This is an optimization exercise on Yosys and OpenROAD, whose aim is small area, a short achievable clock period and few clock cycles, not a production implementation.
The RTL was checked by simulation tests, not by an equivalence proof against the original design.

## flow/design.v

```verilog
module blade_blend (
    input  wire        clk,
    input  wire        rst,
    input  wire        in_valid,
    output wire        in_ready,
    input  wire [1:0]  in_kind,
    input  wire        in_last,
    input  wire [19:0] in_red,
    input  wire [19:0] in_grn,
    input  wire [19:0] in_blu,
    input  wire [19:0] in_alp,
    input  wire [2:0]  in_op,
    input  wire [19:0] in_gal,
    output reg         out_valid,
    output reg  [19:0] out_red,
    output reg  [19:0] out_grn,
    output reg  [19:0] out_blu,
    output reg  [1:0]  out_cls
);
    localparam [19:0] U1   = 20'h80000;
    localparam [19:0] MAXV = 20'hFFFFF;
    localparam [2:0] OP_OVER = 3'd0, OP_ADD = 3'd1, OP_MUL = 3'd2, OP_SCREEN = 3'd3,
                     OP_MIN  = 3'd4, OP_MAX = 3'd5, OP_ERASE = 3'd6;
    localparam [2:0] ST_IDLE = 3'd0, ST_ASCALE = 3'd1, ST_COLOUR = 3'd2, ST_ABLEND = 3'd3;
    reg [2:0]  state;
    reg [1:0]  chan;           
    reg [19:0] s_col [0:2];
    reg [19:0] s_alp;
    reg [19:0] s_gal;
    reg [2:0]  s_op;
    reg [1:0]  s_kind;
    reg        s_last;
    reg [19:0] sa;
    reg [19:0] d_col [0:2];
    reg [19:0] d_alp;
    reg        f_supplied;
    reg        f_safety;
    reg        f_sealed;
    assign in_ready = (state == ST_IDLE);
    function [19:0] round_sat;
        input signed [45:0] n;
        input [19:0] maxv;
        reg   [45:0] r;
        begin
            if (n < 0) begin
                round_sat = 20'd0;
            end else begin
                r = (n + 46'sd262144) >>> 19;
                if (r > {26'd0, maxv})
                    round_sat = maxv;
                else
                    round_sat = r[19:0];
            end
        end
    endfunction
    wire [19:0] isa = U1 - sa;
    wire [19:0] ida = U1 - d_alp;
    wire [19:0] m0_a = (state == ST_ASCALE) ? s_alp : s_col[chan];
    wire [39:0] m0_p = m0_a * s_gal;
    wire [19:0] sc = round_sat({6'd0, m0_p}, MAXV);
    wire [19:0] dc = (state == ST_ABLEND) ? d_alp : d_col[chan];
    wire [39:0] p_sd   = sc * dc;
    wire [39:0] p_sida = sc * ida;
    wire [39:0] p_disa = dc * isa;
    wire signed [45:0] sc_w   = {7'd0, sc, 19'd0};
    wire signed [45:0] dc_w   = {7'd0, dc, 19'd0};
    wire signed [45:0] sd_w   = {6'd0, p_sd};
    wire signed [45:0] sida_w = {6'd0, p_sida};
    wire signed [45:0] disa_w = {6'd0, p_disa};
    reg signed [45:0] col_n;
    always @(*) begin
        case (s_op)
            OP_OVER:   col_n = sc_w + disa_w;
            OP_ADD:    col_n = sc_w + dc_w;
            OP_MUL:    col_n = sd_w + sida_w + disa_w;
            OP_SCREEN: col_n = sc_w + dc_w - sd_w;
            OP_MIN:    col_n = (sc < dc) ? sc_w : dc_w;
            OP_MAX:    col_n = (sc > dc) ? sc_w : dc_w;
            default:   col_n = disa_w;              
        endcase
    end
    wire [19:0] col_new = round_sat(col_n, MAXV);
    wire signed [45:0] sa_w = {7'd0, sa, 19'd0};
    reg signed [45:0] alp_n;
    always @(*) begin
        case (s_op)
            OP_ADD:    alp_n = sa_w + dc_w;
            OP_MIN:    alp_n = (sa < d_alp) ? sa_w : dc_w;
            OP_MAX:    alp_n = (sa > d_alp) ? sa_w : dc_w;
            OP_ERASE:  alp_n = disa_w;
            default:   alp_n = sa_w + disa_w;       
        endcase
    end
    wire [19:0] alp_new = round_sat(alp_n, U1);
    wire [19:0] sa_new = round_sat({6'd0, m0_p}, U1);
    function [1:0] cls_of;
        input supplied, safety, sealed;
        begin
            if (sealed)
                cls_of = 2'd2;
            else if (safety)
                cls_of = 2'd1;
            else if (supplied)
                cls_of = 2'd0;
            else
                cls_of = 2'd3;
        end
    endfunction
    always @(posedge clk) begin
        if (rst) begin
            state      <= ST_IDLE;
            chan       <= 2'd0;
            out_valid  <= 1'b0;
            f_supplied <= 1'b0;
            f_safety   <= 1'b0;
            f_sealed   <= 1'b0;
        end else begin
            out_valid <= 1'b0;
            case (state)
                ST_IDLE: begin
                    if (in_valid) begin
                        if (in_kind == 2'd0) begin
                            d_col[0]   <= in_red;
                            d_col[1]   <= in_grn;
                            d_col[2]   <= in_blu;
                            d_alp      <= U1;
                            f_supplied <= 1'b0;
                            f_safety   <= 1'b0;
                            f_sealed   <= 1'b0;
                            if (in_last) begin
                                out_valid <= 1'b1;
                                out_red   <= in_red;
                                out_grn   <= in_grn;
                                out_blu   <= in_blu;
                                out_cls   <= 2'd3;
                            end
                        end else begin
                            s_col[0] <= in_red;
                            s_col[1] <= in_grn;
                            s_col[2] <= in_blu;
                            s_kind   <= in_kind;
                            s_last   <= in_last;
                            if (in_kind == 2'd3) begin
                                s_alp <= U1;
                                s_gal <= U1;
                                s_op  <= OP_OVER;
                            end else begin
                                s_alp <= in_alp;
                                s_gal <= in_gal;
                                s_op  <= in_op;
                            end
                            state <= ST_ASCALE;
                        end
                    end
                end
                ST_ASCALE: begin
                    sa    <= sa_new;
                    chan  <= 2'd0;
                    state <= ST_COLOUR;
                end
                ST_COLOUR: begin
                    d_col[chan] <= col_new;
                    if (chan == 2'd2) begin
                        state <= ST_ABLEND;
                    end else begin
                        chan <= chan + 2'd1;
                    end
                end
                ST_ABLEND: begin
                    d_alp <= alp_new;
                    chan  <= 2'd0;
                    if (s_kind == 2'd3)
                        f_sealed <= 1'b1;
                    else if (sa != 20'd0) begin
                        f_supplied <= 1'b1;
                        if (s_kind == 2'd2)
                            f_safety <= 1'b1;
                    end
                    if (s_last) begin
                        out_valid <= 1'b1;
                        out_red   <= d_col[0];
                        out_grn   <= d_col[1];
                        out_blu   <= d_col[2];
                        out_cls   <= cls_of(f_supplied | (s_kind != 2'd3 && sa != 20'd0),
                                            f_safety | (s_kind == 2'd2 && sa != 20'd0),
                                            f_sealed | (s_kind == 2'd3));
                    end
                    state <= ST_IDLE;
                end
                default: state <= ST_IDLE;
            endcase
        end
    end
endmodule
```

## flow/run.sh

```bash
#!/bin/bash
# synth_recipe.tcl (not shown) runs the flow's synth.tcl, then flattens the netlist and writes it again
# the make line also repeats each setting of config.mk as NAME=value (left out here)
make -C /OpenROAD-flow-scripts/flow DESIGN_CONFIG=/design/flow/config.mk WORK_HOME=/design/flow/orfs CLKGATE_MAP_FILE= SYNTH_SCRIPT=/design/flow/synth_recipe.tcl finish
```

## flow/config.mk

```make
export PLATFORM = sky130hd
export DESIGN_NAME = blade_blend
export DESIGN_NICKNAME = blade_blend
export VERILOG_FILES = /design/flow/design.v
export SDC_FILE = /design/flow/constraint.sdc
export NUM_CORES = 4
export LEC_CHECK = 0
export CAP_MARGIN = 20
export CORE_MARGIN = 2
export CORE_UTILIZATION = 40
export PLACE_DENSITY = 0.6
export SLEW_MARGIN = 20
```

## flow/constraint.sdc

```tcl
create_clock -name core_clock -period 26.0 [get_ports {clk}]
set_input_delay 5.2000 -clock core_clock [delete_from_list [all_inputs] [get_ports {clk}]]
set_output_delay 5.2000 -clock core_clock [all_outputs]
set_load 0.01 [all_outputs]
```

==> impl_metrics.ini <==
[placed_design]
dpl-instance-area_um2 = 83280
port_buffers = 172
dp_cells = 11350
dp_hpwl_um = 230000
gp_congestion = 0.9940

[drt]
routed_via_density = 5.662
drcViolationCount = 0
routed_wl_um = 286000
ant_nets = 0
vias = 64670
drt_iter0_markers = 6066
first_pass_iters = 8
drt-wirelength-per-cell_um = 25.04

[clocking]
clock_path_buffers = 3
numCtsBuffers = 30
cts.sinks = 298
cts_tree = done
ctsHoldBuffers = 0
cts_root_buf = clkbuf_16
htreeDepth = 1
clkSlewWorstSetupHoldPaths_ps = 60
clock_latency_ps = 610

[finish]
final_nets = 11080
fin_cells = 11420
area_growth_pct = 8.782
drive_above_1_share = 0.06268
final_cell_mix = inv_1, fa_1, nand2_1, ha_1, nor2_1
mostFrequentLayoutCell = inv_1
fin_area_um2 = 84400
fill_cells = 19060

[worst_setup_path]
critPathSlowestCell = or4_4
cp.arrival_ps = 25060
r2r_slack_ps = 1220
start_kind = flip-flop
endpoint_kind = flip-flop
path_class = flip-flop to flip-flop
cp_max_fo = 64
critPathMaxStageDelay_ps = 620
critPathTopFamily = adder cells
critPathRequiredTime_ps = 26280
cp_num_buf_inv = 28

[floorplanning]
die_h_um = 444.4
initial_core_util = 0.4029
row_count = 161
dieWidth_um = 444.4
core-area_um2 = 192600
die-area_um2 = 197500
io_pins = 173

[timing]
setup_viol_count_final = 0
max_freq_mhz = 40.35
drv_slew = 0
fin_setup_tns_ps = 0
slew_headroom = 0.1863
tightest_slew_ps = 1211
clock_skew_ps = 59.53
hold_viol_final = 0
period_share = 0.9531
fin_crit_ps = 24780

[yosys]
synth_ff_type = edfxtp_1
synthMuxAreaShare = 0.01846
syn_nets = 11050
synth-seq-area-share = 0.1140
async_flop_share = 0
synth_cell_types = 107
synth_area_um2 = 77590
ys_ff_latch = 298
synth.avg_cell_area_um2 = 8.782
synth_top_family_by_area = adder cells
yosysWarnings = 2
synth_edf_count = 288
synthAdderAreaFrac = 0.4719
synth-compound-area-share = 0.1017
synthCells = 8835
synthSimpleGateAreaFrac = 0.1590
synth_xor_area_frac = 0.02743

[global_routing]
grt_pass1_vias = 66230
antenna_found_initial = 22
grt_pass1_wl_um = 426500
grt_max_degree = 65
overflow = 0
track_usage = 0.2881

[min_path]
hp-class = flip-flop to flip-flop

[job]
cap_violations = 0

[outcome]
status = timing/DRC/antenna clean
-- synthesized netlist by cell type, drive strengths merged (35+ instances only) --
cell type,n,share of area
nor2b,68,0.0055
edfxtp,288,0.11
xor2,69,0.0078
and2,315,0.025
nor2,619,0.030
ha,747,0.12
o21bai,35,0.0034
and3,63,0.0051
o211ai,40,0.0044
a31oi,95,0.0077
mux2,65,0.0094
clkbuf,387,0.019
buf,46,0.0034
nand2,1174,0.057
fa,1362,0.35
xnor2,174,0.020
nor3,94,0.0061
o21ai,283,0.018
inv,1757,0.085
a21oi,270,0.017
a211oi,44,0.0043
nand3,96,0.0063
nand2b,45,0.0036
a21o,108,0.010
nand4,49,0.0040
-- state kept, by name (all words and copies together), names as in the netlist, 3 cells and up, named ones only --
| signal | count |
|---|---|
| d_col | 80 |
| s_op | 3 |
| s_alp | 20 |
| out_red | 20 |
| out_grn | 20 |
| d_alp | 20 |
| out_blu | 20 |
| s_gal | 20 |
| sa | 20 |
| s_col | 60 |
-- through the flow --
step	setup slack, ps	hold slack, ps	util
2_1_floorplan	2586	437.5	-
3_3_place_gp	794.9	455.7	0.4324
3_5_place_dp	411.6	462.9	0.4325
4_1_cts	317.3	474.2	0.4373
5_1_grt	-104.5	496.6	0.4382
6_report	1219	475.0	0.4383
-- logic make-up after synthesis --
group	after synthesis
buffers and inverters	2198
AND/OR/NAND/NOR	2686
flip-flops	298
XOR/XNOR	243
AO/OA/AOI/OAI	1191
multiplexers	110
adder cells (fa/ha/maj)	2109
-- worst register-to-register path, delay by kind of cell, from the launching register on --
family | cells | cell delay (ps)
fa+ha+maj | 26 | 12080
compound gates | 19 | 4550
simple gates | 14 | 3810
buf+inv | 28 | 3130
flops | 1 | 400
xor+xnor | 2 | 280
mux | 1 | 240
-- routing by layer --
| metal | track usage | wire length [um] |
|---|---|---|
| met5 | 0 | 115 |
| met4 | 0.1370 | 16570 |
| met3 | 0.04551 | 24640 |
| met2 | 0.4649 | 131200 |
| met1 | 0.3785 | 113500 |
-- path summary, 6_finish.rpt --
kind / depth (start not counted) / start / to
max: 90 / chan[1] / d_col[2][4]
min: 2 / f_safety / f_safety
max reg2reg: 90 / chan[1] / d_col[2][4]
min reg2reg: 2 / f_safety / f_safety
-- final cells by class --
type                    instances  area, um2  area share
multi-input cells            6339      61090      0.7238
flip-flops and latches        298       8848      0.1048
inverters                    1765       6625     0.07849
repair buffers                430       3716     0.04403
well taps                    2526       3161     0.03744
clock buffers                  43      799.5    0.009472
clock inverters                11      135.1    0.001601
diodes                         10      25.02   0.0002965
-- what timing repair did --
action	4_1_cts	5_1_grt
endpoints found under the setup margin	0	80
buffers inserted	0	4
resized for setup	0	22
Testbench counts, summed over its fixed seeds: cycles 197,688.

[static timing again, ports no longer ideal]
The results above use ideal ports. As a check the final layout listed here was re-extracted and re-timed, cells and wires unchanged.
Step 1 (the two cells are an assumption about what drives the block):
set clk [get_ports {clk}]
set_driving_cell -lib_cell sky130_fd_sc_hd__clkbuf_16 $clk
set_driving_cell -lib_cell sky130_fd_sc_hd__buf_2 [delete_from_list [all_inputs] $clk]
Step 2 also shifts input and output timing later by t, the mid clock arrival at the registers, as if the neighbouring blocks saw the same clock.
a / b / c = no drivers / after step 1 / after step 2; a / b = the first two.
shift t [ns]: 0.650
setup WS [ns]: 1.219 / 1.219 / 1.219
latest minus earliest clock arrival (ns): 0.060 / 0.060
pins driven straight from the clock port: 1
After both steps setup and hold are still met in this run. The setup slack of this run moves by 0.000 ns with the drivers and by 0.000 ns with both steps.
